This is an optimization exercise on Yosys and OpenROAD, whose aim is small area, not a production implementation.
Function was checked by simulation only, so behaviour that the tests miss may differ from the original.
Power and IR drop assume default switching activity.

## design/flow/config.mk

```make
export PLATFORM = sky130hd
export DESIGN_NAME = sinc4_decim
export DESIGN_NICKNAME = sinc4_decim
export VERILOG_FILES = /design/flow/design.v
export SDC_FILE = /design/flow/constraint.sdc
export NUM_CORES = 4
export LEC_CHECK = 0
export ABC_AREA = 1
export CAP_MARGIN = 20
export CORE_MARGIN = 2
export CORE_UTILIZATION = 60
export CTS_BUF_LIST = sky130_fd_sc_hd__clkbuf_8
export CTS_CLUSTER_DIAMETER = 60
export CTS_CLUSTER_SIZE = 20
export SLEW_MARGIN = 20
export SYNTH_HIERARCHICAL = 1
export SYNTH_MEMORY_MAX_BITS = 16384
```

## design/flow/flow/run.sh

```bash
#!/bin/bash
# Own layout flow: the standard synthesis, then the combinational logic between the
# registers re-mapped by ABC for area (the registers, their names and cell types are kept),
# then the standard layout from floorplan on, with the ports buffered by buf_1.
# Each tool writes its full output to a log file in this folder.
set -euo pipefail
W=$(pwd)
F=$W/flow
P=$FLOW_HOME/platforms/$FLOW_PLATFORM
LIB=$P/lib/sky130_fd_sc_hd__tt_025C_1v80.lib
R=$W/orfs/results/$FLOW_PLATFORM/sinc4_decim/base
YOSYS=$(command -v yosys || echo $FLOW_HOME/../tools/install/yosys/bin/yosys)

# 1. standard synthesis
bash standard.sh synth > $W/flow_1_synth.log 2>&1

# 2. re-map the logic between the registers
cp $R/1_2_yosys.v $W/synth_standard.v
python3 $F/lib2v.py $LIB > $W/cells_func.v
DU=$(sed -n '/DONT_USE_CELLS/,/^#/p' $P/config.mk | grep -o 'sky130_fd_sc_hd__[A-Za-z0-9_]*' | sed 's/^/-dont_use /' | tr '\n' ' ')
cat > $W/remap.ys <<EOS

read_verilog $W/cells_func.v
read_verilog $W/synth_standard.v
hierarchy -top $FLOW_TOP
flatten
read_liberty -lib $LIB
rename -hide w:* i:* %d o:* %d
opt_clean -purge
techmap
opt -fast
abc -liberty $LIB $DU -script $F/remap.abc
opt_clean -purge
setundef -zero
hilomap -singleton -hicell sky130_fd_sc_hd__conb_1 HI -locell sky130_fd_sc_hd__conb_1 LO
splitnets
opt_clean -purge
check -assert -mapped
tee -o $W/remap_stat.txt stat -liberty $LIB
write_verilog -noattr -nohex -nodec $W/synth_remapped.v
EOS
$YOSYS -l $W/flow_2_remap.log -q -s $W/remap.ys
cp $W/synth_remapped.v $R/1_2_yosys.v
rm -f $R/1_synth.odb $R/1_synth.sdc

# 3. standard layout from the re-mapped netlist
bash standard.sh "BUFFER_PORTS_ARGS=-buffer_cell sky130_fd_sc_hd__buf_1" "CTS_ARGS=-sink_clustering_enable -repair_clock_nets -sink_clustering_size 20 -sink_clustering_max_diameter 60 -buf_list sky130_fd_sc_hd__clkbuf_8 -dont_use_dummy_load" finish > $W/flow_3_layout.log 2>&1
test -s $W/out/final.def
```

## design/flow/flow/remap.abc

```
strash
&get -n
&st
&dch
&nf -R 1000
&put
```

## design/flow/flow/lib2v.py

```python
#!/usr/bin/env python3
# Writes Verilog models of a liberty file's cells: combinational cells as their function
# attributes, the others (flip-flops, latches, cells without a function) as black boxes.
import re, sys
txt = open(sys.argv[1]).read()
out = []
for m in re.finditer(r'\n\s*cell\s*\(\s*"?(\w+)"?\s*\)\s*\{', txt):
    name = m.group(1)
    start = m.end()
    nxt = re.search(r'\n\s*cell\s*\(', txt[start:])
    body = txt[start:start + nxt.start()] if nxt else txt[start:]
    seq = re.search(r'\b(ff|latch|statetable)\s*\(', body) is not None
    pins = re.findall(r'\bpin\s*\(\s*"?(\w+)"?\s*\)\s*\{(.*?)\n\s{8}\}', body, re.S)
    ins, outs, ok = [], [], True
    for pn, pb in pins:
        d = re.search(r'direction\s*:\s*"?(\w+)"?', pb)
        if not d:
            continue
        if d.group(1) == 'input':
            ins.append(pn)
        elif d.group(1) in ('output', 'inout'):
            f = re.search(r'\bfunction\s*:\s*"([^"]*)"', pb)
            if not f or re.search(r'three_state', pb):
                ok = False
            outs.append((pn, f.group(1) if f else None))
    if not outs:
        continue
    ports = ", ".join(["input " + p for p in ins] + ["output " + p for p, _ in outs])
    if seq or not ok:
        out.append("(* blackbox *)\nmodule %s(%s);\nendmodule" % (name, ports))
        continue
    out.append("module %s(%s);" % (name, ports))
    for p, f in outs:
        out.append("  assign %s = %s;" % (p, f.replace('!', '~')))
    out.append("endmodule")
print("\n".join(out))
```

## design/flow/standard.sh

```bash
#!/bin/bash
# synth_recipe.tcl (not shown) runs the flow's synth.tcl, then flattens the netlist and writes it again
# the make line also repeats each setting of config.mk as NAME=value (left out here)
make -C /OpenROAD-flow-scripts/flow DESIGN_CONFIG=/design/flow/config.mk WORK_HOME=/design/flow/orfs CLKGATE_MAP_FILE= SYNTH_SCRIPT=/design/flow/synth_recipe.tcl "${@:-finish}"
```

## design/flow/constraint.sdc

```tcl
create_clock -name core_clock -period 20.0 [get_ports {clk}]
set_input_delay 4.0000 -clock core_clock [delete_from_list [all_inputs] [get_ports {clk}]]
set_output_delay 4.0000 -clock core_clock [all_outputs]
set_load 0.01 [all_outputs]
```

## design/flow/design.v

```verilog
module sinc4_decim (
    input  wire        clk,
    input  wire        rst,         
    input  wire        in_valid,
    input  wire [8:0]  in_bits,
    output wire        out_valid,
    output wire [3:0]  out_lane,
    output wire [18:0] out_data
);
    reg  [69:0] ring [0:8];
    reg  [8:0]  lb;      
    reg  [3:0]  age;     
    reg  [4:0]  ql;      
    reg         dbl;     
    reg         xo;      
    reg  [3:0]  lane;    
    reg         clr;     
    wire        stb   = in_valid & ~rst;
    wire        pl    = ~age[3] | (age == 4'd8);
    wire        dact  = dbl & (age == 4'd0);
    wire        xn    = pl & lb[lane];
    wire        xold  = dact & xo;
    wire        q25   = dact & (ql == 5'd0);
    wire        shift = pl & ((ql == 5'd24) | q25);
    wire [3:0]  lnext = (lane == 4'd8) ? 4'd0 : lane + 4'd1;
    wire [56:0] k;
    wire [6:0] rsel = {(q25 ? 5'd25 : ql), xold, xn};
    wire rn66, rn67, rn68, rn69, rn70, rn71, rn72, rn74;
    wire rn76, rn77, rn78, rn79, rn80, rn81, rn82, rn83;
    wire rn84, rn85, rn87, rn88, rn90, rn91, rn93, rn94;
    wire rn95, rn96, rn97, rn98, rn99, rn100, rn101, rn102;
    wire rn103, rn104, rn105, rn106, rn107, rn108, rn109, rn110;
    wire rn111, rn112, rn113, rn114, rn115, rn116, rn117, rn118;
    wire rn119, rn120, rn121, rn122, rn123, rn124, rn125, rn126;
    wire rn127, rn128, rn129, rn130, rn131, rn132, rn133, rn134;
    wire rn135, rn136, rn137, rn138, rn139, rn140, rn141, rn142;
    wire rn144, rn145, rn146, rn147, rn148, rn149, rn150, rn151;
    wire rn152, rn153, rn154, rn155, rn156, rn157, rn158, rn159;
    wire rn160, rn161, rn162, rn163, rn164, rn165, rn166, rn167;
    wire rn168, rn169, rn170, rn171, rn172, rn173, rn174, rn175;
    wire rn176, rn177, rn178, rn179, rn180, rn181, rn182, rn183;
    wire rn184, rn185, rn186, rn187, rn188, rn189, rn190, rn191;
    wire rn192, rn193, rn194, rn195, rn196, rn197, rn198, rn199;
    wire rn200, rn201, rn202, rn203, rn204, rn205, rn206, rn207;
    wire rn208, rn209, rn210, rn211, rn212, rn213, rn214, rn215;
    wire rn216, rn217, rn218, rn219, rn220, rn221, rn222, rn223;
    wire rn224, rn225, rn226, rn227, rn228, rn229, rn230, rn231;
    wire rn233, rn234, rn235, rn236, rn237, rn238, rn240, rn241;
    wire rn242, rn243, rn244, rn245, rn246, rn247, rn248, rn249;
    wire rn250, rn251, rn252, rn253, rn254, rn255, rn256, rn257;
    wire rn258, rn259, rn260, rn261, rn262, rn263, rn264, rn265;
    wire rn266, rn267, rn268, rn269, rn270, rn271, rn272, rn273;
    wire rn274, rn275, rn276, rn277, rn278, rn279, rn280, rn281;
    wire rn282, rn284, rn285, rn286, rn287, rn288, rn289, rn290;
    wire rn291, rn292, rn293, rn294, rn295, rn296, rn297, rn298;
    wire rn299, rn300, rn301, rn302, rn303, rn304, rn305, rn306;
    wire rn307, rn308, rn309, rn310, rn311, rn312, rn313, rn314;
    wire rn315, rn316, rn317, rn319, rn320, rn321, rn322, rn323;
    wire rn324, rn325, rn326, rn327, rn328, rn329, rn330, rn331;
    wire rn332, rn334, rn335, rn336, rn338, rn339, rn340, rn341;
    wire rn342, rn343, rn345, rn346, rn347, rn348, rn349, rn351;
    wire rn352, rn353, rn354, rn355, rn357, rn358, rn359, rn360;
    wire rn361, rn362, rn363, rn364, rn365, rn366, rn367, rn368;
    wire rn369, rn370, rn371, rn372, rn374, rn375, rn376, rn377;
    wire rn378, rn379, rn380, rn381, rn382, rn383, rn384, rn385;
    wire rn386, rn387, rn388, rn389, rn390, rn391, rn392, rn393;
    wire rn394, rn395, rn396, rn397, rn398, rn399, rn400, rn402;
    wire rn403, rn404, rn405, rn406, rn407, rn408, rn409, rn410;
    wire rn411, rn413, rn414, rn415, rn416, rn417, rn418, rn419;
    wire rn420, rn421, rn422, rn424, rn425, rn426, rn427, rn428;
    wire rn429, rn430, rn431, rn432, rn433, rn435, rn436, rn437;
    wire rn438, rn439, rn440, rn441, rn442, rn443, rn444, rn445;
    wire rn446, rn447, rn448, rn449, rn450, rn451, rn452, rn454;
    wire rn456, rn457, rn458, rn459, rn460, rn464, rn465, rn466;
    wire rn467, rn468, rn470, rn471, rn472, rn473, rn474, rn475;
    wire rn476, rn477, rn478, rn480, rn481, rn482, rn483, rn485;
    wire rn486, rn487, rn489, rn490, rn491, rn493, rn494, rn495;
    wire rn496, rn497, rn498, rn499, rn500, rn501, rn502, rn503;
    wire rn504, rn505, rn506, rn507, rn508, rn509, rn510, rn512;
    wire rn513, rn515, rn516, rn517, rn519, rn520, rn521, rn522;
    wire rn524, rn526, rn528, rn529, rn530, rn531, rn532, rn534;
    wire rn535, rn536, rn537, rn538, rn540, rn541, rn542, rn543;
    wire rn544, rn545, rn546, rn548, rn549, rn550, rn552, rn553;
    wire rn555, rn556, rn557, rn558, rn559, rn560, rn561, rn562;
    wire rn563, rn564, rn566, rn567, rn569, rn570, rn572, rn573;
    wire rn574, rn576, rn577, rn579, rn580, rn581, rn582, rn584;
    wire rn585, rn586, rn587, rn588, rn589, rn591, rn592, rn593;
    wire rn594, rn595, rn596, rn597, rn599, rn600, rn601, rn602;
    wire rn603, rn604, rn606, rn607, rn609, rn611;
  assign rn66 = ~rsel[1] & rsel[2];
  assign rn67 = ~rsel[0] & ~rsel[2];
  assign rn68 = ~rn66 & ~rn67;
  assign rn69 = ~rsel[3] & rn68;
  assign rn70 = ~rsel[3] & ~rsel[4];
  assign rn71 = rsel[5] & rsel[6];
  assign rn72 = ~rn70 & rn71;
  assign k[0] = rn69 & ~rn72;
  assign rn74 = rsel[4] & ~rn71;
  assign k[1] = rn68 & rn74;
  assign rn76 = ~rsel[5] & rn68;
  assign rn77 = rsel[0] & rsel[2];
  assign rn78 = rsel[1] & ~rsel[2];
  assign rn79 = ~rn77 & ~rn78;
  assign rn80 = ~rsel[2] & ~rsel[3];
  assign rn81 = rn74 & ~rn80;
  assign rn82 = ~rsel[5] & ~rsel[6];
  assign rn83 = rn70 & rn78;
  assign rn84 = ~rn82 & rn83;
  assign rn85 = ~rn81 & ~rn84;
  assign k[14] = ~rn79 & ~rn85;
  assign rn87 = rn76 & ~k[14];
  assign rn88 = ~rn76 & k[14];
  assign k[30] = rn87 | rn88;
  assign rn90 = k[1] & ~k[30];
  assign rn91 = ~k[1] & k[30];
  assign k[2] = rn90 | rn91;
  assign rn93 = rsel[4] & ~rsel[5];
  assign rn94 = rsel[3] & rsel[4];
  assign rn95 = rsel[0] & rsel[1];
  assign rn96 = ~rn94 & ~rn95;
  assign rn97 = ~rsel[0] & ~rsel[1];
  assign rn98 = rsel[2] & rsel[3];
  assign rn99 = ~rn80 & ~rn98;
  assign rn100 = rn95 & rn99;
  assign rn101 = ~rsel[3] & ~rn79;
  assign rn102 = rsel[3] & rn95;
  assign rn103 = ~rsel[2] & rn95;
  assign rn104 = ~rsel[3] & rn78;
  assign rn105 = ~rn69 & ~rn104;
  assign rn106 = ~rn103 & ~rn105;
  assign rn107 = ~rn102 & ~rn106;
  assign rn108 = ~rn101 & ~rn107;
  assign rn109 = rsel[3] & rn77;
  assign rn110 = ~rn104 & ~rn109;
  assign rn111 = ~rn97 & rn110;
  assign rn112 = ~rn108 & rn111;
  assign rn113 = ~rn68 & ~rn112;
  assign rn114 = ~rn100 & ~rn113;
  assign rn115 = ~rn97 & ~rn114;
  assign rn116 = ~rn96 & rn115;
  assign rn117 = rn78 & ~rn94;
  assign rn118 = ~rsel[1] & rn109;
  assign rn119 = ~rn117 & ~rn118;
  assign rn120 = ~rsel[5] & ~rn119;
  assign rn121 = rsel[5] & ~rn97;
  assign rn122 = rn79 & rn121;
  assign rn123 = ~rsel[4] & ~rsel[5];
  assign rn124 = rn77 & rn123;
  assign rn125 = ~rn122 & ~rn124;
  assign rn126 = ~rn120 & rn125;
  assign rn127 = ~rsel[6] & rn126;
  assign rn128 = ~rsel[4] & rn102;
  assign rn129 = ~rsel[0] & rn83;
  assign rn130 = ~rn128 & ~rn129;
  assign rn131 = rn127 & rn130;
  assign rn132 = ~rn116 & rn131;
  assign rn133 = ~rsel[6] & ~rn132;
  assign rn134 = rsel[3] & rn103;
  assign rn135 = ~rn133 & ~rn134;
  assign rn136 = rn93 & ~rn135;
  assign rn137 = ~rsel[6] & rn95;
  assign rn138 = rsel[4] & ~rn104;
  assign rn139 = rsel[5] & ~rsel[6];
  assign rn140 = ~rsel[5] & rsel[6];
  assign rn141 = ~rn139 & ~rn140;
  assign rn142 = rn138 & ~rn141;
  assign k[27] = rn137 & ~rn142;
  assign rn144 = ~rn69 & rn79;
  assign rn145 = rn139 & ~rn144;
  assign rn146 = ~k[27] & rn145;
  assign rn147 = rsel[4] & rn146;
  assign rn148 = ~rsel[3] & ~rn95;
  assign rn149 = ~rn123 & ~rn148;
  assign rn150 = ~rn97 & ~rn149;
  assign rn151 = ~rsel[3] & ~rn77;
  assign rn152 = ~rn66 & ~rn78;
  assign rn153 = ~rn151 & ~rn152;
  assign rn154 = ~rsel[4] & ~rn77;
  assign rn155 = ~rn153 & rn154;
  assign rn156 = rn150 & rn155;
  assign rn157 = ~rn147 & ~rn156;
  assign rn158 = ~rn136 & rn157;
  assign rn159 = ~rn79 & rn140;
  assign rn160 = rn158 & rn159;
  assign rn161 = ~rsel[1] & rn94;
  assign rn162 = ~rsel[6] & ~rn161;
  assign rn163 = ~rn128 & rn162;
  assign rn164 = rsel[5] & rn70;
  assign rn165 = rn114 & rn149;
  assign rn166 = ~rn79 & rn99;
  assign rn167 = ~rsel[5] & rn70;
  assign rn168 = ~rn166 & ~rn167;
  assign rn169 = rn110 & rn150;
  assign rn170 = ~rn168 & rn169;
  assign rn171 = ~rn165 & ~rn170;
  assign rn172 = rn164 & ~rn171;
  assign rn173 = rsel[6] & rn83;
  assign rn174 = ~rsel[4] & rsel[5];
  assign rn175 = ~rsel[6] & rn174;
  assign rn176 = rsel[3] & ~rn97;
  assign rn177 = ~rn77 & rn176;
  assign rn178 = rn175 & rn177;
  assign rn179 = ~rn173 & ~rn178;
  assign rn180 = ~rn172 & rn179;
  assign rn181 = rsel[6] & ~rn70;
  assign rn182 = rn121 & ~rn181;
  assign rn183 = ~rn79 & rn182;
  assign rn184 = rsel[4] & rn78;
  assign rn185 = ~rn183 & ~rn184;
  assign rn186 = rn180 & rn185;
  assign rn187 = rn163 & ~rn186;
  assign rn188 = ~rn99 & rn187;
  assign rn189 = ~rsel[6] & ~rn97;
  assign rn190 = ~rn95 & rn189;
  assign rn191 = rn123 & rn190;
  assign rn192 = rn93 & ~rn137;
  assign rn193 = rsel[4] & rn189;
  assign rn194 = ~rn192 & rn193;
  assign rn195 = ~rn191 & ~rn194;
  assign rn196 = ~rn188 & ~rn195;
  assign rn197 = rn82 & rn114;
  assign rn198 = rn70 & rn71;
  assign rn199 = ~rn79 & rn198;
  assign rn200 = rn68 & ~rn94;
  assign rn201 = ~rn166 & ~rn184;
  assign rn202 = rn200 & ~rn201;
  assign rn203 = ~rn140 & ~rn142;
  assign rn204 = rsel[0] & ~rsel[5];
  assign rn205 = rsel[1] & ~rsel[5];
  assign rn206 = ~rn83 & rn205;
  assign rn207 = ~rn204 & ~rn206;
  assign rn208 = ~rn95 & rn207;
  assign rn209 = ~rn203 & ~rn208;
  assign rn210 = ~rn202 & rn209;
  assign rn211 = ~rn200 & rn210;
  assign rn212 = ~rn199 & ~rn211;
  assign rn213 = ~rn197 & rn212;
  assign rn214 = rn67 & rn205;
  assign rn215 = rn213 & rn214;
  assign rn216 = ~rn196 & ~rn215;
  assign rn217 = ~rn160 & rn216;
  assign rn218 = ~rsel[4] & ~rn217;
  assign rn219 = rsel[4] & rn166;
  assign rn220 = ~rn122 & ~rn219;
  assign rn221 = rn160 & rn220;
  assign rn222 = rn150 & rn198;
  assign rn223 = ~rsel[1] & rn77;
  assign rn224 = ~rn70 & rn140;
  assign rn225 = rn223 & rn224;
  assign rn226 = ~rn222 & ~rn225;
  assign rn227 = ~rsel[4] & ~rn226;
  assign rn228 = rn68 & rn175;
  assign rn229 = ~rn227 & ~rn228;
  assign rn230 = ~rsel[6] & ~rn220;
  assign rn231 = rn229 & ~rn230;
  assign k[46] = rn221 | ~rn231;
  assign rn233 = ~rn192 & ~k[46];
  assign rn234 = ~rn77 & rn114;
  assign rn235 = ~rn223 & ~rn234;
  assign rn236 = rn74 & ~rn235;
  assign rn237 = rn183 & ~rn236;
  assign rn238 = ~rn183 & rn236;
  assign k[15] = rn237 | rn238;
  assign rn240 = ~rn95 & k[15];
  assign rn241 = k[46] & rn240;
  assign rn242 = ~rn233 & ~rn241;
  assign rn243 = rsel[4] & rsel[5];
  assign rn244 = ~rn123 & ~rn243;
  assign rn245 = ~rn78 & ~rn95;
  assign rn246 = ~rsel[3] & ~rn245;
  assign rn247 = ~rn244 & rn246;
  assign rn248 = rsel[5] & rn109;
  assign rn249 = rn103 & ~rn243;
  assign rn250 = rn176 & rn245;
  assign rn251 = ~rn249 & ~rn250;
  assign rn252 = ~rn248 & rn251;
  assign rn253 = ~rn247 & rn252;
  assign rn254 = rn93 & ~rn97;
  assign rn255 = rn253 & rn254;
  assign rn256 = ~rn114 & rn123;
  assign rn257 = rn229 & ~rn256;
  assign rn258 = ~rn104 & ~rn134;
  assign rn259 = ~rn250 & rn258;
  assign rn260 = ~rn257 & ~rn259;
  assign rn261 = ~rn255 & ~rn260;
  assign rn262 = ~rsel[5] & ~rn138;
  assign rn263 = ~rn261 & rn262;
  assign rn264 = rn94 & rn245;
  assign rn265 = ~rn79 & rn204;
  assign rn266 = rn70 & ~rn265;
  assign rn267 = ~rn264 & ~rn266;
  assign rn268 = ~rn140 & ~rn198;
  assign rn269 = ~rn97 & ~rn268;
  assign rn270 = ~rn95 & ~rn269;
  assign rn271 = ~rn267 & ~rn270;
  assign rn272 = ~rn142 & ~rn271;
  assign rn273 = rn108 & ~rn272;
  assign rn274 = rsel[6] & rn172;
  assign rn275 = ~rn273 & ~rn274;
  assign rn276 = ~rn263 & rn275;
  assign rn277 = rn95 & rn160;
  assign rn278 = ~rn115 & ~k[15];
  assign rn279 = rn82 & ~rn102;
  assign rn280 = ~rn107 & rn174;
  assign rn281 = ~rsel[6] & rn280;
  assign rn282 = ~rn279 & ~rn281;
  assign k[10] = ~rn278 & ~rn282;
  assign rn284 = rn151 & rn152;
  assign rn285 = ~rn153 & ~rn284;
  assign rn286 = k[10] & rn285;
  assign rn287 = rn276 & ~rn286;
  assign rn288 = rn255 & rn287;
  assign rn289 = rn277 & ~rn288;
  assign rn290 = ~rn139 & rn207;
  assign rn291 = ~rn127 & ~rn290;
  assign rn292 = ~rn289 & rn291;
  assign rn293 = ~rn66 & ~rn292;
  assign rn294 = ~rn276 & ~rn293;
  assign rn295 = ~rsel[3] & rsel[4];
  assign rn296 = ~rn184 & ~rn295;
  assign rn297 = rn140 & ~rn296;
  assign rn298 = ~rn175 & ~rn297;
  assign rn299 = ~rn79 & ~rn298;
  assign rn300 = ~rn148 & rn254;
  assign rn301 = ~rn177 & rn300;
  assign rn302 = ~rn95 & rn243;
  assign rn303 = rn189 & ~rn302;
  assign rn304 = ~rn301 & rn303;
  assign rn305 = ~rn299 & rn304;
  assign rn306 = ~rn294 & rn305;
  assign rn307 = k[30] & rn306;
  assign rn308 = rsel[4] & ~rsel[6];
  assign rn309 = ~rn307 & ~rn308;
  assign rn310 = ~rn253 & ~rn309;
  assign rn311 = rsel[3] & rn310;
  assign rn312 = ~rn242 & ~rn311;
  assign rn313 = rn242 & rn310;
  assign rn314 = ~rn109 & ~rn189;
  assign rn315 = rn259 & rn314;
  assign rn316 = ~rn313 & ~rn315;
  assign rn317 = ~rn312 & rn316;
  assign k[3] = rn218 | rn317;
  assign rn319 = rsel[6] & rn123;
  assign rn320 = ~rn112 & ~rn301;
  assign rn321 = ~rsel[4] & ~rsel[6];
  assign rn322 = ~rn140 & ~rn321;
  assign rn323 = rn112 & rn322;
  assign rn324 = ~rn320 & ~rn323;
  assign rn325 = ~rn288 & rn324;
  assign rn326 = rn68 & rn324;
  assign rn327 = rn288 & ~rn326;
  assign rn328 = ~rn325 & ~rn327;
  assign rn329 = rn95 & ~rn127;
  assign rn330 = rn83 & ~rn329;
  assign rn331 = rn133 & rn243;
  assign rn332 = ~rn330 & ~rn331;
  assign k[37] = ~rn328 | ~rn332;
  assign rn334 = rn226 & ~k[37];
  assign rn335 = rn319 & ~rn334;
  assign rn336 = ~rn299 & ~rn335;
  assign k[4] = rn310 | ~rn336;
  assign rn338 = rn171 & rn189;
  assign rn339 = ~rn218 & ~rn338;
  assign rn340 = ~rsel[3] & k[10];
  assign rn341 = ~rn100 & ~rn340;
  assign rn342 = rsel[3] & rn277;
  assign rn343 = rn216 & ~rn271;
  assign k[24] = rn342 | ~rn343;
  assign rn345 = ~rn341 & k[24];
  assign rn346 = ~rn277 & ~rn345;
  assign rn347 = ~rn339 & rn346;
  assign rn348 = ~rn294 & rn347;
  assign rn349 = ~rn328 & ~rn348;
  assign k[42] = rn95 & ~rn268;
  assign rn351 = ~rn324 & k[42];
  assign rn352 = ~rn207 & ~rn351;
  assign rn353 = ~rn349 & rn352;
  assign rn354 = ~rn134 & rn187;
  assign rn355 = rn207 & rn354;
  assign k[5] = rn353 | rn355;
  assign rn357 = ~k[27] & k[4];
  assign rn358 = ~rn93 & rn95;
  assign rn359 = ~rsel[3] & rn204;
  assign rn360 = ~rn358 & rn359;
  assign rn361 = ~rsel[0] & rn243;
  assign rn362 = ~rn204 & ~rn295;
  assign rn363 = ~rn361 & rn362;
  assign rn364 = ~rn97 & ~rn363;
  assign rn365 = ~rn360 & rn364;
  assign rn366 = ~rn357 & ~rn365;
  assign rn367 = rn171 & ~rn366;
  assign rn368 = rn126 & rn366;
  assign rn369 = ~rn367 & ~rn368;
  assign rn370 = rn139 & rn369;
  assign rn371 = rn142 & ~rn253;
  assign rn372 = rn261 & ~rn371;
  assign k[38] = rn370 | ~rn372;
  assign rn374 = ~rsel[5] & rn138;
  assign rn375 = ~rn198 & ~rn374;
  assign rn376 = ~rn288 & ~rn375;
  assign rn377 = k[38] & rn376;
  assign rn378 = ~rn114 & ~rn377;
  assign rn379 = ~rn298 & ~rn378;
  assign rn380 = ~rsel[6] & ~rn123;
  assign rn381 = ~rn319 & ~rn380;
  assign rn382 = rn68 & ~rn381;
  assign rn383 = ~rsel[5] & ~rn295;
  assign rn384 = rn382 & rn383;
  assign rn385 = ~rn379 & ~rn384;
  assign rn386 = rn114 & rn164;
  assign rn387 = ~rsel[5] & rn83;
  assign rn388 = ~rn386 & ~rn387;
  assign rn389 = ~rn189 & rn388;
  assign rn390 = rn104 & rn321;
  assign rn391 = ~rn389 & ~rn390;
  assign rn392 = ~rn313 & rn391;
  assign rn393 = rn385 & rn392;
  assign rn394 = ~k[42] & ~rn393;
  assign rn395 = rn166 & ~rn394;
  assign rn396 = rn269 & ~rn375;
  assign rn397 = ~rn395 & rn396;
  assign rn398 = ~rn190 & rn203;
  assign rn399 = ~rn95 & ~rn203;
  assign rn400 = ~rn398 & ~rn399;
  assign k[26] = ~rn397 & rn400;
  assign rn402 = rn229 & ~rn313;
  assign rn403 = rn183 & ~rn402;
  assign rn404 = rsel[6] & rn151;
  assign rn405 = rn254 & rn404;
  assign rn406 = ~rn183 & ~rn405;
  assign rn407 = rn229 & rn406;
  assign rn408 = ~rn403 & ~rn407;
  assign rn409 = ~k[26] & rn408;
  assign rn410 = rsel[4] & ~rn287;
  assign rn411 = ~rn218 & ~rn410;
  assign k[31] = rn409 | ~rn411;
  assign rn413 = ~rsel[6] & k[31];
  assign rn414 = ~rn108 & ~k[15];
  assign rn415 = rn82 & ~rn414;
  assign rn416 = ~rn123 & ~rn415;
  assign rn417 = ~rn181 & ~rn348;
  assign rn418 = ~rn366 & rn417;
  assign rn419 = ~rn83 & ~rn157;
  assign rn420 = ~rn175 & ~rn419;
  assign rn421 = ~rn417 & ~rn420;
  assign rn422 = rn366 & rn421;
  assign k[8] = rn418 | rn422;
  assign rn424 = ~rn416 & ~k[8];
  assign rn425 = ~rn405 & ~rn424;
  assign rn426 = ~rn413 & rn425;
  assign rn427 = ~rsel[6] & rn166;
  assign rn428 = k[37] & rn427;
  assign rn429 = ~rsel[6] & ~rn394;
  assign rn430 = ~k[37] & ~rn395;
  assign rn431 = ~rn429 & rn430;
  assign rn432 = ~rn428 & ~rn431;
  assign rn433 = ~rn426 & rn432;
  assign k[6] = rn281 | rn433;
  assign rn435 = rn138 & ~rn324;
  assign rn436 = ~rn426 & rn435;
  assign rn437 = ~rn83 & rn354;
  assign rn438 = ~rn436 & rn437;
  assign rn439 = rn132 & rn438;
  assign rn440 = ~rn331 & ~rn439;
  assign rn441 = rn276 & rn440;
  assign rn442 = ~rn95 & ~rn441;
  assign rn443 = ~rn137 & ~rn442;
  assign rn444 = k[6] & ~rn443;
  assign rn445 = rn99 & ~rn365;
  assign rn446 = ~rn99 & rn365;
  assign rn447 = rn123 & ~rn446;
  assign rn448 = ~rn445 & rn447;
  assign rn449 = ~rn382 & rn448;
  assign rn450 = k[4] & rn449;
  assign rn451 = ~k[4] & rn382;
  assign rn452 = ~rn450 & ~rn451;
  assign k[7] = rn444 | ~rn452;
  assign rn454 = ~rn285 & rn305;
  assign k[9] = rn438 | rn454;
  assign rn456 = ~rsel[4] & ~rn151;
  assign rn457 = rn137 & ~rn243;
  assign rn458 = ~rn456 & rn457;
  assign rn459 = rn123 & ~rn137;
  assign rn460 = rn306 & rn459;
  assign k[11] = rn458 | rn460;
  assign k[12] = rn123 & rn137;
  assign k[13] = ~rn72 & rn166;
  assign rn464 = k[30] & rn168;
  assign rn465 = ~rn348 & ~rn464;
  assign rn466 = rn397 & rn465;
  assign rn467 = rsel[6] & ~rn466;
  assign rn468 = rn388 & rn467;
  assign k[16] = ~rn132 & ~rn468;
  assign rn470 = rn180 & rn213;
  assign rn471 = rn440 & rn470;
  assign rn472 = ~rsel[5] & ~rn471;
  assign rn473 = rn83 & ~rn472;
  assign rn474 = rn345 & ~rn471;
  assign rn475 = rn114 & rn321;
  assign rn476 = rn465 & rn475;
  assign rn477 = ~rn292 & ~rn476;
  assign rn478 = ~rn474 & rn477;
  assign k[17] = rn473 | ~rn478;
  assign rn480 = rn82 & ~rn456;
  assign rn481 = rn112 & rn480;
  assign rn482 = ~rn471 & rn481;
  assign rn483 = rn471 & ~rn481;
  assign k[18] = ~rn482 & ~rn483;
  assign rn485 = ~rn296 & rn305;
  assign rn486 = ~rn405 & ~k[12];
  assign rn487 = ~rn485 & rn486;
  assign k[19] = ~rn441 | ~rn487;
  assign rn489 = rn68 & ~rn77;
  assign rn490 = ~rn375 & rn489;
  assign rn491 = ~rn342 & ~rn490;
  assign k[20] = rn348 | ~rn491;
  assign rn493 = ~k[2] & rn183;
  assign rn494 = rn114 & ~rn140;
  assign rn495 = ~rn493 & rn494;
  assign rn496 = ~rn171 & ~rn495;
  assign rn497 = rn157 & rn207;
  assign rn498 = ~rn432 & rn497;
  assign rn499 = rsel[6] & ~rn271;
  assign rn500 = ~rn280 & ~rn499;
  assign rn501 = rsel[2] & rn95;
  assign rn502 = ~rn500 & ~rn501;
  assign rn503 = ~rn138 & ~rn502;
  assign rn504 = ~rn114 & ~rn374;
  assign rn505 = ~rn271 & ~rn504;
  assign rn506 = k[3] & ~rn505;
  assign rn507 = ~rsel[6] & rn506;
  assign rn508 = ~rn502 & ~rn507;
  assign rn509 = rn138 & ~rn508;
  assign rn510 = ~rn503 & ~rn509;
  assign k[23] = ~rn498 & rn510;
  assign rn512 = ~rsel[6] & ~rn369;
  assign rn513 = k[23] & rn512;
  assign k[21] = rn496 | rn513;
  assign rn515 = rsel[6] & ~rn465;
  assign rn516 = ~rn172 & ~rn476;
  assign rn517 = ~rn515 & rn516;
  assign k[22] = rn436 | ~rn517;
  assign rn519 = ~rn97 & ~rn203;
  assign rn520 = ~rn329 & ~rn519;
  assign rn521 = ~rn70 & ~rn96;
  assign rn522 = rn467 & rn521;
  assign k[25] = ~rn520 & ~rn522;
  assign rn524 = rsel[3] & ~rn71;
  assign k[28] = rn68 & rn524;
  assign rn526 = ~rn335 & ~rn415;
  assign k[32] = rn408 | ~rn526;
  assign rn528 = ~rn270 & rn433;
  assign rn529 = rn157 & ~rn301;
  assign rn530 = ~rn203 & ~rn529;
  assign rn531 = ~rn199 & ~rn530;
  assign rn532 = ~rn306 & rn531;
  assign k[33] = rn528 | ~rn532;
  assign rn534 = rn107 & ~k[4];
  assign rn535 = ~rn174 & ~rn534;
  assign rn536 = rn174 & rn534;
  assign rn537 = ~rn535 & ~rn536;
  assign rn538 = rn432 & rn537;
  assign k[34] = ~rn158 | rn538;
  assign rn540 = ~rn152 & rn254;
  assign rn541 = ~rn260 & ~rn540;
  assign rn542 = ~rn151 & ~rn541;
  assign rn543 = ~rn280 & ~rn480;
  assign rn544 = ~rn101 & ~rn218;
  assign rn545 = ~rn543 & ~rn544;
  assign rn546 = ~rn542 & ~rn545;
  assign k[35] = rn294 | ~rn546;
  assign rn548 = rn420 & ~rn448;
  assign rn549 = ~rn253 & ~rn548;
  assign rn550 = ~rn481 & ~rn549;
  assign k[36] = rn377 | ~rn550;
  assign rn552 = ~rn98 & rn358;
  assign rn553 = rn420 & rn552;
  assign k[39] = ~rn394 & ~rn553;
  assign rn555 = rn190 & ~rn387;
  assign rn556 = rn137 & rn387;
  assign rn557 = ~rn555 & ~rn556;
  assign rn558 = ~rn182 & rn557;
  assign rn559 = rn393 & rn558;
  assign rn560 = ~rn393 & ~rn557;
  assign rn561 = ~rn98 & rn321;
  assign rn562 = rn182 & ~rn561;
  assign rn563 = rn226 & rn562;
  assign rn564 = ~rn560 & ~rn563;
  assign k[40] = rn559 | ~rn564;
  assign rn566 = ~rsel[5] & ~rn394;
  assign rn567 = ~rn270 & ~rn329;
  assign k[41] = ~rn566 & rn567;
  assign rn569 = ~rsel[6] & rn167;
  assign rn570 = ~rn72 & ~rn110;
  assign k[43] = ~rn569 & rn570;
  assign rn572 = ~k[1] & ~rn84;
  assign rn573 = rn183 & ~rn572;
  assign rn574 = ~rn183 & rn572;
  assign k[45] = ~rn573 & ~rn574;
  assign rn576 = rn146 & rn259;
  assign rn577 = ~rn172 & ~rn576;
  assign k[47] = ~rn385 | ~rn577;
  assign rn579 = ~rn98 & rn413;
  assign rn580 = rn82 & ~rn301;
  assign rn581 = ~rn506 & ~rn580;
  assign rn582 = ~rn498 & rn581;
  assign k[48] = ~rn579 & rn582;
  assign rn584 = rsel[6] & rn409;
  assign rn585 = ~rn78 & rn331;
  assign rn586 = ~rn109 & ~rn358;
  assign rn587 = rn140 & ~rn586;
  assign rn588 = rn180 & ~rn587;
  assign rn589 = ~rn585 & rn588;
  assign k[49] = rn584 | ~rn589;
  assign rn591 = rsel[4] & ~rn385;
  assign rn592 = rn159 & ~rn591;
  assign rn593 = ~rn66 & rn295;
  assign rn594 = ~rsel[6] & ~rn593;
  assign rn595 = ~rn118 & rn594;
  assign rn596 = ~rn100 & rn595;
  assign rn597 = rn182 & ~rn596;
  assign k[50] = rn592 | rn597;
  assign rn599 = rn243 & k[38];
  assign rn600 = ~rn259 & rn319;
  assign rn601 = ~rn299 & ~rn490;
  assign rn602 = ~rn163 & ~rn601;
  assign rn603 = rn465 & rn602;
  assign rn604 = ~rn600 & ~rn603;
  assign k[51] = rn599 | ~rn604;
  assign rn606 = ~rn267 & rn397;
  assign rn607 = rn210 & ~rn397;
  assign k[52] = rn606 | rn607;
  assign rn609 = ~rsel[4] & rn277;
  assign k[53] = rn397 | rn609;
  assign rn611 = rn95 & rn192;
  assign k[54] = rn274 | rn611;
  assign k[55] = rn198 & rn501;
  assign k[56] = 1'b0;
  assign k[29] = k[1];
  assign k[44] = k[14];
    wire [69:0] head = ring[8];
    wire [18:0] r0, r1;
    wire [17:0] r2;
    wire [14:0] r3;
    rca #(19, 13) a0 (.a(head[18:0]),  .b(k[12:0]),  .s(r0));
    rca #(19, 15) a1 (.a(head[37:19]), .b(k[27:13]), .s(r1));
    rca #(18, 15) a2 (.a(head[55:38]), .b(k[42:28]), .s(r2));
    rca #(15, 14) a3 (.a({1'b0, head[69:56]}), .b(k[56:43]), .s(r3));
    localparam [69:0] T0 = {14'd0, 18'd2300, 19'd10400, 19'd2925};
    wire [69:0] upd = clr ? (T0 & {70{xn}}) :
                      shift ? {14'd0, 3'd0, r3, 1'b0, r2, r1} : {r3[13:0], r2, r1, r0};
    integer i;
    always @(posedge clk) begin
        ring[0] <= upd;
        for (i = 1; i < 9; i = i + 1)
            ring[i] <= ring[i-1];
    end
    always @(posedge clk) begin
        if (rst) begin
            age  <= 4'd15;
            ql   <= 5'd24;
            dbl  <= 1'b0;
            lane <= 4'd0;
            clr  <= 1'b1;
        end else begin
            lane <= lnext;
            if (lane == 4'd8)
                clr <= 1'b0;
            if (stb) begin
                age <= 4'd0;
                ql  <= (ql == 5'd24) ? 5'd0 : ql + 5'd1;
                dbl <= (age == 4'd7);
            end else if (age != 4'd15) begin
                age <= age + 4'd1;
            end
        end
        if (stb) begin
            lb <= in_bits;
            xo <= lb[lnext];
        end
    end
    assign out_valid = shift;
    assign out_lane  = lane;
    assign out_data  = r0;
endmodule
module rca #(parameter W = 8, parameter WB = 8) (
    input  wire [W-1:0]  a,
    input  wire [WB-1:0] b,
    output wire [W-1:0]  s
);
    wire [W:0] c;
    assign c[0] = 1'b0;
    genvar i;
    generate
        for (i = 0; i < W; i = i + 1) begin : g
            if (i < WB) begin : f
                assign s[i]   = a[i] ^ b[i] ^ c[i];
                assign c[i+1] = (a[i] & b[i]) | (c[i] & (a[i] ^ b[i]));
            end else begin : h
                assign s[i]   = a[i] ^ c[i];
                assign c[i+1] = a[i] & c[i];
            end
        end
    endgenerate
endmodule
```

==> metrics.csv, run 1 <==
metric,value,unit
outcome,"complete, no violations",
clock slew at reported path FFs,0.11,ns
Critical Setup Path Class,flip-flop to output pin,
max-cap check violation count,0,
share of cells above drive strength 1,4.94,%
DP HPWL,34800,µm
global-route wire length before repair,69700,µm
DIE HEIGHT,176,µm
antenna cell count,0,
DRC,0,
"Cell Area, Placed",18600,µm²
Mapped Area,17800,µm²
reg2reg setup slack,3.60,ns
cts hold-fix bufs,0,
CP Capture Type,output pin,
pwr dens,114,nW/µm²
routed wire length,46700,µm
RR Startpoint,lane[1],
# Post-CTS Setup Buffers,0,
endpoint of the most critical register-to-register path,ring[0][18],
Slew @ Worst Pin,1.14,ns
Peak Freq,0.0537,GHz
Final Skew,0.0704,ns
number of port buffers,35,
Num CTS Buffers,42,
period utilization,93.2,%
RSZ-0062 raised after global routing,false,
Hold Crit Class,flip-flop to flip-flop,
final hold vios,0,
gr ovfl total,0,
crit-path most repeated cell,nor2_1,
CTS Root Cell,clkbuf_8,
TritonCTS clock tree,done,
CP max stage delay,0.55,ns
CTS Sinks,655,
"Design Area, Final",19200,µm²
die area,31000,µm²
drt first pass iters,5,
startpoint class of the critical path,flip-flop,
R2R depth,65,
Rows,62,
I/O pins,36,
vias in the first global route,11300,
Detail Route Antenna Nets,0,
vias per inst,5.65,
Post-Synthesis Net Count,1446,
Yosys warning count,8,
slowest cell on the critical path,and2_0,
DR WL/cell,24.3,µm
GPL Wtd Cong,1.07,
largest net degree at the start of global routing,50,
min cycle time layout,18.63,ns
P&R area growth vs syn,7.99,%
CTS max path bufs,3,
Worst VDD drop,0.0000948,V
Core ar.,28900,µm²
FILL cells,2039,
Worst-Skew Late Latency,0.59,ns
Nets,1551,
All-Layer GR Usage,30.5,%
Post-Syn Area per Cell,12.4,µm²
setup TNS,0,ns
worst rel slew slack,23.4,%
initial antenna violation count,1,
via count,10800,
Layout Utilization,66.3,%
worst setup path start,lane[1],
Iteration-0 DRC Markers,912,
critical path peak fanout,13,
worst path arrival time,14.63,ns
post-synthesis cell count,1434,
crit path to,out_data[18],
Starting Density,61.4,%
Worst Path Required,16.00,ns
Leak,7.37,nW
Chip Width,176,µm
H-tree depth,2,
hold wc startpoint,ring[7][43],
final setup violation count,0,
fin. max-slew vios,0,
-- worst max-delay path, delay by kind of cell (launching register included) --
| kind | cells | cell delay, ns |
|---|---|---|
| AO/OA/AOI/OAI | 25 | 5.77 |
| AND/OR/NAND/NOR | 28 | 5.20 |
| buffers and inverters | 10 | 1.61 |
| adder cells (fa/ha/maj) | 2 | 0.62 |
| XOR/XNOR | 2 | 0.42 |
| flip-flops | 1 | 0.41 |
-- flip-flops by register name, summed over array words and instances, names as in the netlist --
name  flops
ring    630
lb        9
ql        5
age       4
lane      4
clr       1
dbl       1
xo        1
-- metal layers --
| metal | part of all wire (%) | vias to the layer above | global-route usage, % |
|---|---|---|---|
| li1 | - | 5023 | - |
| met1 | 41 | 5277 | 37.8 |
| met2 | 48 | 404 | 51.7 |
| met3 | 5.3 | 143 | 4.89 |
| met4 | 5.6 | 2 | 15.5 |
| met5 | 0.026 | - | 0 |
-- layout by cell type (no fill, tap or decap), drive strengths merged, types with 2 or more instances in the layout --
master,instances
clkinv,27
and2,9
a31oi,11
a21oi,53
maj3,36
xor2,37
nor3,36
nand4,6
nor2b,3
a22oi,2
o211ai,14
o311ai,2
xnor2,76
a211oi,7
a21o,6
a32oi,2
o22ai,23
a221oi,2
or3,7
o21ai,69
a21boi,3
mux2i,2
edfxtp,10
nand2b,6
o31ai,5
a211o,3
nand2,121
dfxtp,645
o221ai,12
clkbuf,42
or2,7
buf,61
and3,5
nand3,25
a22o,3
nor2,139
o21a,5
mux4,3
-- power breakdown --
part           internal (mW)  total (mW)  switching [mW]  leakage, nW
Clock                  0.190       0.546           0.356        0.302
Sequential              1.37        1.39          0.0264         5.33
Combinational         0.0717       0.244           0.172         1.74
-- area by class of cell --
cell class / count / area (µm²) / area share, %
well taps: 384 / 480 / 2.51
flip-flops and latches: 655 / 13200 / 68.9
inverters: 27 / 101 / 0.528
multi-input cells: 752 / 4470 / 23.3
repair buffers: 61 / 334 / 1.74
clock buffers: 42 / 578 / 3.01
-- worst min-delay path by stage --
stage / endpoint / slack, ns / depth (start not counted)
floorplan: ring[1][0] / 0.31 / 0
global placement: ring[7][43] / 0.31 / 0
detailed placement: ring[1][42] / 0.31 / 0
CTS: ring[8][43] / 0.26 / 0
global route: ring[4][42] / 0.27 / 0
finish: ring[8][43] / 0.26 / 0
-- metrics by stage --
stage | hold slack, ns | std cells | setup slack (ns) | power [mW]
floorplan | 0.310 | 1434 | 4.45 | 1.55
global placement | 0.309 | 1878 | 2.55 | 1.65
detailed placement | 0.312 | 1878 | 1.84 | 1.66
CTS | 0.264 | 1920 | 1.15 | 2.18
global route | 0.267 | 1921 | 0.182 | 2.25
finish | 0.258 | 1921 | 1.37 | 2.18
-- timing repair --
action	CTS	global route
setup endpoints to repair	0	4
gates resized for setup	0	2
endpoints found under the hold margin	0	0
==> run 2: changes to the inputs <==
==> design/flow/flow/remap.abc (replaced) <==
strash
&get -n
&st
&dch
&nf -R 50
&put
--- a/design/flow/config.mk
+++ b/design/flow/config.mk
@@ -8,10 +8,11 @@
 export ABC_AREA = 1
 export CAP_MARGIN = 20
 export CORE_MARGIN = 2
-export CORE_UTILIZATION = 60
+export CORE_UTILIZATION = 70
 export CTS_BUF_LIST = sky130_fd_sc_hd__clkbuf_8
 export CTS_CLUSTER_DIAMETER = 60
 export CTS_CLUSTER_SIZE = 20
+export GPL_TIMING_DRIVEN = 0
 export SLEW_MARGIN = 20
 export SYNTH_HIERARCHICAL = 1
 export SYNTH_MEMORY_MAX_BITS = 16384
==> metrics.csv, run 2 <==
metric,value,unit,change
TritonCTS clock tree,done,,
worst path arrival time,15.22,ns,+0.59 ns
share of cells above drive strength 1,4.24,%,-0.71 points
worst rel slew slack,23.4,%,about the same
WP buf/inv,3,,-7
min cycle time layout,19.22,ns,+0.585 ns
"Worst Setup Slack, final",0.783,ns,-0.585 ns
vias per inst,6.00,,+6.2%
Chip Width,163,µm,-7.2%
Post-Syn Area per Cell,12.4,µm²,+0.15%
DRC,0,,unchanged
Slew @ Worst Pin,1.15,ns,+0.00436 ns
Core ar.,25000,µm²,-13%
number of port buffers,35,,unchanged
CTS max path bufs,3,,unchanged
vias in the first global route,11100,,-1.3%
Detail Route Antenna Nets,0,,unchanged
R2R depth,58,,-11%
crit-path most repeated cell,a21oi_1,,
"Cell Area, Placed",18400,µm²,-0.96%
most frequent cells in the layout,"dfxtp_1 (643), nor2_1 (131), nand2_1 (111), xnor2_1 (74), o21ai_0 (69)",,
Post-Synthesis Net Count,1444,,-0.14%
Worst Path Required,16.00,ns,about the same
Biggest register,ring,,
max FFs per register,630,,unchanged
critical path peak fanout,9,,-4
final setup violation count,0,,unchanged
cts hold-fix bufs,0,,unchanged
Starting Density,70.9,%,+9.6 points
"Endpoint, Worst Hold",ring[7][53],,
CTS Root Cell,clkbuf_8,,
fin. max-slew vios,0,,unchanged
DP HPWL,31400,µm,-9.7%
endpoint of the most critical register-to-register path,ring[0][16],,
via count,11000,,+1.7%
CP Capture Type,output pin,,
I/O pins,36,,unchanged
slowest cell on the critical path,a221oi_1,,
pwr dens,114,nW/µm²,-0.14%
Top Registers,"ring (630), lb (9), ql (5)",,
Hold Path Stages,0,,unchanged
die area,26700,µm²,-14%
CTS Sinks,655,,unchanged
post_cts resized,4,,+4
outcome,"complete, no violations",,
global-route wire length before repair,67200,µm,-3.7%
WHS,0.299,ns,+0.0411 ns
initial antenna violation count,0,,-1
period utilization,96.1,%,+2.9 points
# Post-CTS Setup Buffers,0,,unchanged
"most common cell after layout, fill and taps aside",dfxtp_1,,
Mapped Area,17800,µm²,about the same
Hold Crit Class,flip-flop to flip-flop,,
cell family with most CP delay,compound AO/OA/AOI/OAI gates,,
All-Layer GR Usage,34.1,%,+3.6 points
drt first pass iters,7,,+2
antenna cell count,0,,unchanged
H-tree depth,2,,unchanged
CP max stage delay,0.51,ns,-0.04 ns
gr ovfl total,0,,unchanged
post-synthesis cell count,1432,,-0.14%
routed wire length,45200,µm,-3.2%
DIE HEIGHT,163,µm,-7.2%
clock slew at reported path FFs,0.12,ns,about the same
P&R area growth vs syn,7.02,%,
Final Skew,0.0360,ns,-0.0344 ns
startpoint class of the critical path,flip-flop,,
Rows,58,,-6.5%
Num CTS Buffers,39,,-7.1%
RSZ-0062 raised after global routing,false,,
Nets,1524,,-1.7%
reg2reg setup slack,2.46,ns,-1.14 ns
largest net degree at the start of global routing,35,,-30%
Yosys warning count,8,,unchanged
Iteration-0 DRC Markers,1034,,+13%
Worst-Skew Late Latency,0.59,ns,about the same
"Design Area, Final",19000,µm²,-0.89%
max-cap check violation count,0,,unchanged
RR Startpoint,age[1],,
Worst VDD drop,0.0000965,V,+1.9%
Critical Setup Path Class,flip-flop to output pin,,
final hold vios,0,,unchanged
Peak Freq,0.0520,GHz,-3.0%
hold wc startpoint,ring[6][53],,
pre-CTS setup slack,-0.186,ns,-2.02 ns
GPL Wtd Cong,1.02,,-4.7%
Leak,7.22,nW,-2.1%
DR WL/cell,24.6,µm,+1.0%
-- run 2: how the worst max path moves through the flow --
stage / from / endpoint / slack, ns / depth (start not counted)
after global placement: ql[2] / out_data[18] / -2.23 / 54
after detailed placement: ql[1] / out_data[18] / -0.19 / 54
final: age[1] / out_data[18] / 0.78 / 57
after floorplan: lane[0] / out_data[18] / 4.84 / 54
after CTS: age[1] / out_data[18] / 0.04 / 56
after global routing: age[1] / out_data[18] / 0.06 / 57
-- run 2: area by class of cell --
| type | instances | area [µm²] |
|---|---|---|
| fill | 1446 | 6030 |
| sequential | 655 | 13200 |
| tap | 330 | 413 |
| multi-input combinational | 756 | 4580 |
| timing repair buffer | 39 | 190 |
| inverter | 21 | 78.8 |
| clock buffer | 39 | 537 |
-- run 2: per-stage QoR --
stage               setup TNS [ns]  cells  total power, mW  utilization [%]
global placement            -19.29   1797             1.62             73.1
finish                           0   1840             2.16             75.9
CTS                              0   1840             2.15             75.7
floorplan                        0   1432             1.55                -
detailed placement          -0.266   1801             1.63             73.5
global route                     0   1840             2.22             75.9
-- run 2: worst register-to-register path, delay by kind of cell (launching register included) --
family | cells | cell delay (ns)
buffers and inverters | 2 | 0.41
adders and majority gates | 9 | 4.07
DFF | 1 | 0.39
and+or+nand+nor | 20 | 4.90
AOI/OAI and AO/OA | 25 | 7.09
xor gates and xnor gates | 2 | 0.53
-- run 2: where the power goes --
group          switching [mW]  total, mW  internal [mW]
registers              0.0288       1.39           1.37
logic                   0.159      0.226         0.0668
clock network           0.362      0.539          0.177
total                   0.550       2.16           1.61
-- run 2: routing by layer --
metal	part of all wire, %	global-route usage (%)	vias up
met1	39	42.6	5320
met2	49	57.2	587
li1	-	-	4962
met4	5.1	17.1	0
met5	0	0	-
met3	7.2	6.07	166
==> run 3: changes to the inputs <==
--- a/design/flow/config.mk
+++ b/design/flow/config.mk
@@ -12,7 +12,7 @@
 export CTS_BUF_LIST = sky130_fd_sc_hd__clkbuf_8
 export CTS_CLUSTER_DIAMETER = 60
 export CTS_CLUSTER_SIZE = 20
-export GPL_TIMING_DRIVEN = 0
+export GPL_TIMING_DRIVEN = 1
 export SLEW_MARGIN = 20
 export SYNTH_HIERARCHICAL = 1
 export SYNTH_MEMORY_MAX_BITS = 16384
==> metrics.csv, run 3 <==
metric,value,unit,change
hold wc startpoint,ring[3][5],,
RSZ-0062 raised after global routing,false,,
Worst-Skew Late Latency,0.59,ns,about the same
critical path peak fanout,9,,unchanged
WP buf/inv,4,,+1
DRC,0,,unchanged
Leak,7.27,nW,+0.72%
worst rel slew slack,21.1,%,-2.2 points
"Worst Setup Slack, final",1.10,ns,+0.318 ns
vias per inst,6.02,,+0.46%
fin cells,1855,,+0.82%
final hold vios,0,,unchanged
Core ar.,25000,µm²,unchanged
worst setup path start,age[1],,
clock group share of total power,25.0,%,about the same
gr ovfl total,0,,unchanged
DR WL/cell,24.8,µm,+1.0%
pre-CTS setup slack,1.80,ns,+1.98 ns
sequential power share,64.2,%,-0.4 points
post-synthesis cell count,1432,,unchanged
max-cap check violation count,0,,unchanged
min cycle time layout,18.90,ns,-0.318 ns
Layout Utilization,76.0,%,about the same
Post-Synthesis Net Count,1444,,unchanged
period utilization,94.5,%,-1.6 points
die area,26700,µm²,unchanged
pwr dens,114,nW/µm²,+0.35%
cell family with most CP delay,compound AO/OA/AOI/OAI gates,,
Yosys warning count,8,,unchanged
Iteration-0 DRC Markers,1176,,+14%
Num CTS Buffers,40,,+2.6%
Starting Density,70.9,%,unchanged
I/O pins,36,,unchanged
largest net degree at the start of global routing,50,,+43%
via count,11200,,+1.3%
clock slew at reported path FFs,0.12,ns,about the same
outcome,"complete, no violations",,
Mapped Area,17800,µm²,unchanged
"Cell Area, Placed",18500,µm²,+0.33%
CTS Sinks,655,,unchanged
number of port buffers,35,,unchanged
sw frac,25.5,%,about the same
Top Registers,"ring (630), lb (9), ql (5)",,
Post-Syn Area per Cell,12.4,µm²,unchanged
worst path arrival time,14.90,ns,-0.32 ns
drt first pass iters,7,,unchanged
Worst VDD drop,0.0000988,V,+2.3%
Biggest register,ring,,
Hold Crit Class,flip-flop to flip-flop,,
post_cts resized,0,,-4
RR Startpoint,age[1],,
global-route wire length before repair,67900,µm,+1.1%
routed wire length,46000,µm,+1.9%
most frequent cells in the layout,"dfxtp_1 (645), nor2_1 (133), nand2_1 (111), xnor2_1 (75), o21ai_0 (72)",,
startpoint class of the critical path,flip-flop,,
Switch Pwr,553,µW,+0.51%
Detail Route Antenna Nets,0,,unchanged
vias in the first global route,11300,,+1.5%
DIE HEIGHT,163,µm,unchanged
Critical Setup Path Class,flip-flop to output pin,,
Nets,1539,,+0.98%
# Post-CTS Setup Buffers,0,,unchanged
Slew @ Worst Pin,1.18,ns,+0.0336 ns
Chip Width,163,µm,unchanged
Peak Freq,0.0529,GHz,+1.7%
"Design Area, Final",19000,µm²,about the same
TritonCTS clock tree,done,,
CTS max path bufs,3,,unchanged
setup TNS,0,ns,unchanged
CTS Root Cell,clkbuf_8,,
slowest cell on the critical path,a211oi_1,,
CP max stage delay,0.53,ns,+0.02 ns
Rows,58,,unchanged
cts hold-fix bufs,0,,unchanged
H-tree depth,2,,unchanged
FILL cells,1479,,+2.3%
max FFs per register,630,,unchanged
All-Layer GR Usage,34.6,%,+0.49 points
Final Power,2.17,mW,+0.42%
placed insts,1815,,+0.78%
final setup violation count,0,,unchanged
fin. max-slew vios,0,,unchanged
WHS,0.275,ns,-0.0244 ns
"most common cell after layout, fill and taps aside",dfxtp_1,,
Worst Path Required,16.00,ns,about the same
CP Capture Type,output pin,,
Comb pwr share,10.8,%,+0.3 points
DP HPWL,32400,µm,+3.2%
GPL Wtd Cong,1.09,,+6.4%
share of cells above drive strength 1,4.39,%,+0.16 points
crit-path most repeated cell,o21ai_0,,
antenna cell count,0,,unchanged
initial antenna violation count,0,,unchanged
Final Skew,0.0601,ns,+0.0240 ns
Int Power,1.62,mW,+0.39%
P&R area growth vs syn,7.09,%,about the same
==> run 3: worst paths after layout <==
check / endpoint / slack (ns) / depth (start not counted)
setup / recovery: out_data[18] / 1.10 / 57
hold / removal: ring[4][5] / 0.28 / 0
setup reg to reg: ring[0][18] / 3.16 / 58
hold reg to reg: ring[4][5] / 0.28 / 0
==> run 3: area by class of cell <==
class / instances / area [µm²] / share of cell area, %
timing repair buffer: 53 / 267 / 1.40
tap: 330 / 413 / 2.17
inverter: 21 / 78.8 / 0.414
clock buffer: 40 / 551 / 2.89
multi-input combinational: 756 / 4500 / 23.7
sequential: 655 / 13200 / 69.5
==> run 3: power groups by stage <==
stage                     Sequential, mW  Combinational [mW]  Clock, mW
after floorplan                     1.41               0.134          0
after global placement              1.41               0.218          0
after detailed placement            1.42               0.220          0
after CTS                           1.39               0.223      0.543
after global routing                1.40               0.243      0.585
final                               1.39               0.235      0.542
==> run 3: layer usage <==
metal,global-route usage [%],part of all wire (%)
met4,19.9,6.1
met5,0,0
met1,43.0,39
met3,6.09,7.5
met2,57.2,48
==> run 4: changes to the inputs <==
--- a/design/flow/flow/run.sh
+++ b/design/flow/flow/run.sh
@@ -44,5 +44,5 @@
 rm -f $R/1_synth.odb $R/1_synth.sdc
 
 # 3. standard layout from the re-mapped netlist
-bash standard.sh "BUFFER_PORTS_ARGS=-buffer_cell sky130_fd_sc_hd__buf_1" "CTS_ARGS=-sink_clustering_enable -repair_clock_nets -sink_clustering_size 20 -sink_clustering_max_diameter 60 -buf_list sky130_fd_sc_hd__clkbuf_8 -dont_use_dummy_load" finish > $W/flow_3_layout.log 2>&1
+bash standard.sh "BUFFER_PORTS_ARGS=-buffer_cell sky130_fd_sc_hd__buf_1" "CTS_ARGS=-sink_clustering_enable -repair_clock_nets -sink_clustering_size 12 -sink_clustering_max_diameter 50 -buf_list sky130_fd_sc_hd__clkbuf_4 -dont_use_dummy_load" finish > $W/flow_3_layout.log 2>&1
 test -s $W/out/final.def
==> design/flow/flow/remap.abc (replaced) <==
strash
&get -n
&st
&dch
&nf -R 1000
&put
--- a/design/flow/config.mk
+++ b/design/flow/config.mk
@@ -8,11 +8,11 @@
 export ABC_AREA = 1
 export CAP_MARGIN = 20
 export CORE_MARGIN = 2
-export CORE_UTILIZATION = 70
+export CORE_UTILIZATION = 60
 export CTS_BUF_LIST = sky130_fd_sc_hd__clkbuf_8
 export CTS_CLUSTER_DIAMETER = 60
 export CTS_CLUSTER_SIZE = 20
-export GPL_TIMING_DRIVEN = 1
+export GPL_TIMING_DRIVEN = 0
 export SLEW_MARGIN = 20
 export SYNTH_HIERARCHICAL = 1
 export SYNTH_MEMORY_MAX_BITS = 16384
==> metrics.csv, run 4 <==
metric,value,unit,change
startpoint class of the critical path,flip-flop,,
max-cap check violation count,0,,unchanged
RSZ-0062 raised after global routing,false,,
Detail Route Antenna Nets,0,,unchanged
CTS Sinks,655,,unchanged
endpoint of the most critical register-to-register path,ring[0][18],,
"most common cell after layout, fill and taps aside",dfxtp_1,,
clock slew at reported path FFs,0.12,ns,about the same
worst path arrival time,15.32,ns,+0.42 ns
vias per inst,5.59,,-7.3%
crit-path most repeated cell,nor2_1,,
I/O pins,36,,unchanged
Biggest register,ring,,
Worst-Skew Late Latency,0.73,ns,+0.14 ns
initial antenna violation count,2,,+2
H-tree depth,3,,+1
"Worst Setup Slack, final",0.676,ns,-0.425 ns
setup TNS,0,ns,unchanged
pre-CTS setup slack,-1.43,ns,-3.23 ns
period utilization,96.6,%,+2.1 points
final setup violation count,0,,unchanged
outcome,"complete, no violations",,
worst rel slew slack,23.8,%,+2.7 points
P&R area growth vs syn,7.50,%,
Worst VDD drop,0.0000749,V,-24%
Hold Path Stages,0,,unchanged
Starting Density,61.4,%,-9.6 points
Mapped Area,17800,µm²,about the same
reg2reg setup slack,2.81,ns,-0.35 ns
final hold vios,0,,unchanged
Leak,7.31,nW,+0.58%
CP max stage delay,0.53,ns,about the same
Num CTS Buffers,67,,+68%
placed insts,1859,,+2.4%
Iteration-0 DRC Markers,773,,-34%
GPL Wtd Cong,0.998,,-8.1%
CP Capture Type,output pin,,
hold wc startpoint,ring[7][20],,
share of cells above drive strength 1,6.80,%,+2.4 points
All-Layer GR Usage,28.3,%,-6.3 points
Layout Utilization,66.0,%,-10 points
Chip Width,176,µm,+7.8%
WHS,0.243,ns,-0.0325 ns
fin. max-slew vios,0,,unchanged
RR Startpoint,lane[0],,
die area,31000,µm²,+16%
Final Skew,0.101,ns,+0.0411 ns
vias in the first global route,11200,,-1.0%
global-route wire length before repair,65000,µm,-4.2%
Worst Path Required,16.00,ns,about the same
Post-Syn Area per Cell,12.4,µm²,-0.15%
Slew @ Worst Pin,1.14,ns,-0.0370 ns
"Design Area, Final",19100,µm²,+0.36%
"Endpoint, Worst Hold",ring[8][20],,
fin cells,1928,,+3.9%
max FFs per register,630,,unchanged
DP HPWL,31400,µm,-3.1%
via count,10800,,-3.6%
CTS max path bufs,3,,unchanged
Yosys warning count,8,,unchanged
most frequent cells in the layout,"dfxtp_1 (642), nor2_1 (133), nand2_1 (117), xnor2_1 (75), clkbuf_4 (67)",,
Hold Crit Class,flip-flop to flip-flop,,
DR WL/cell,22.3,µm,-10%
TritonCTS clock tree,done,,
CTS Root Cell,clkbuf_4,,
drt first pass iters,8,,+1
WP buf/inv,5,,+1
"Cell Area, Placed",18500,µm²,+0.13%
post-synthesis cell count,1434,,+0.14%
Peak Freq,0.0518,GHz,-2.2%
cell family with most CP delay,simple AND/OR/NAND/NOR gates,,
gr ovfl total,0,,unchanged
number of port buffers,35,,unchanged
FILL cells,2034,,+38%
R2R depth,61,,+5.2%
Core ar.,28900,µm²,+16%
DIE HEIGHT,176,µm,+7.8%
critical path peak fanout,13,,+4
Nets,1557,,+1.2%
routed wire length,43000,µm,-6.5%
slowest cell on the critical path,mux4_2,,
pwr dens,112,nW/µm²,-1.8%
Rows,62,,+6.9%
largest net degree at the start of global routing,35,,-30%
Final Power,2.14,mW,-1.4%
min cycle time layout,19.32,ns,+0.425 ns
cts hold-fix bufs,0,,unchanged
Post-Synthesis Net Count,1446,,+0.14%
Critical Setup Path Class,flip-flop to output pin,,
DRC,0,,unchanged
Top Registers,"ring (630), lb (9), ql (5)",,
==> run 4: cell count changes in the layout (fill, tap and decap cells not counted), moves of 4 or more <==
cell and delta:
clkinv_1 +6, o21ai_0 -9, clkbuf_8 -40, nand2_1 +6
maj3_1 +4, clkbuf_4 +67, nand2_2 +4, a21oi_1 -7
and2_0 -5, buf_4 -15, or2_0 -7
==> run 4: layout make-up <==
cell class	count	area, µm²	area share (%)
sequential	655	13200	69.2
multi-input combinational	752	4560	23.9
clock buffer	67	503	2.63
tap	384	480	2.52
timing repair buffer	42	224	1.17
inverter	27	101	0.531
antenna	1	2.50	0.0131
==> run 4: what timing repair did <==
action	4_1_cts	5_1_grt
pin swaps	0	1
setup buffers	0	1
resized for setup	18	16
setup endpoints to repair	11	8
==> run 4: worst register-to-register path: cells and delay by family (launching register included) <==
family	cells	cell delay, ns
buf+inv	1	0.16
xor+xnor	1	0.32
simple gates	27	5.79
flops	1	0.48
fa+ha+maj	11	4.67
compound gates	19	4.96
mux	2	0.67
==> run 4: worst max-delay path by stage <==
stage | startpoint | slack, ns | cells after the start | end
floorplan | lane[0] | 4.45 | 61 | out_data[18]
global placement | ql[2] | -2.66 | 60 | out_data[18]
detailed placement | lane[0] | -1.43 | 63 | out_data[18]
CTS | lane[0] | 0.03 | 63 | out_data[18]
global route | lane[0] | 0.009 | 64 | out_data[18]
finish | lane[0] | 0.68 | 63 | out_data[18]
==> run 4: power by group <==
part / switching (mW) / total (mW) / leakage (nW) / internal [mW]
logic: 0.161 / 0.231 / 1.67 / 0.0700
registers: 0.0267 / 1.39 / 5.33 / 1.37
clock network: 0.359 / 0.515 / 0.308 / 0.156
total: 0.547 / 2.14 / 7.31 / 1.59
==> run 4: routing by layer <==
layer	GRT usage, %	up-vias	share of wire [%]
met1	36.2	5140	43
met3	5.47	145	6.0
met5	0	-	0.030
li1	-	5058	-
met2	46.1	425	46
met4	13.9	2	4.9

-- afterwards: timing with drivers on the ports --
Ports are ideal in the flow. The routed layouts listed here were re-timed in OpenROAD. Step 1: set_driving_cell puts a clkbuf_16 on clk and a buf_2 on each other input, an assumption about the parent block. Step 2 adds t to the input delays and takes it off the output delays; t is the mean of the earliest and latest rising clock arrival at the registers after step 1. Input paths then give back, and output paths get back, about the clock's delay inside the block. Three values: ideal, step 1, step 2; two values: the first two.
run | t (ns) | setup slack, ns | latest minus earliest clock arrival (ns)
run 1 | 0.605 | 1.368 / 1.319 / 1.923 | 0.073 / 0.073
run 2 | 0.614 | 0.783 / 0.738 / 1.352 | 0.038 / 0.038
run 3 | 0.605 | 1.101 / 1.055 / 1.660 | 0.060 / 0.060
run 4 | 0.721 | 0.676 / 0.632 / 1.353 | 0.101 / 0.102
After both steps every run listed still meets setup and hold.
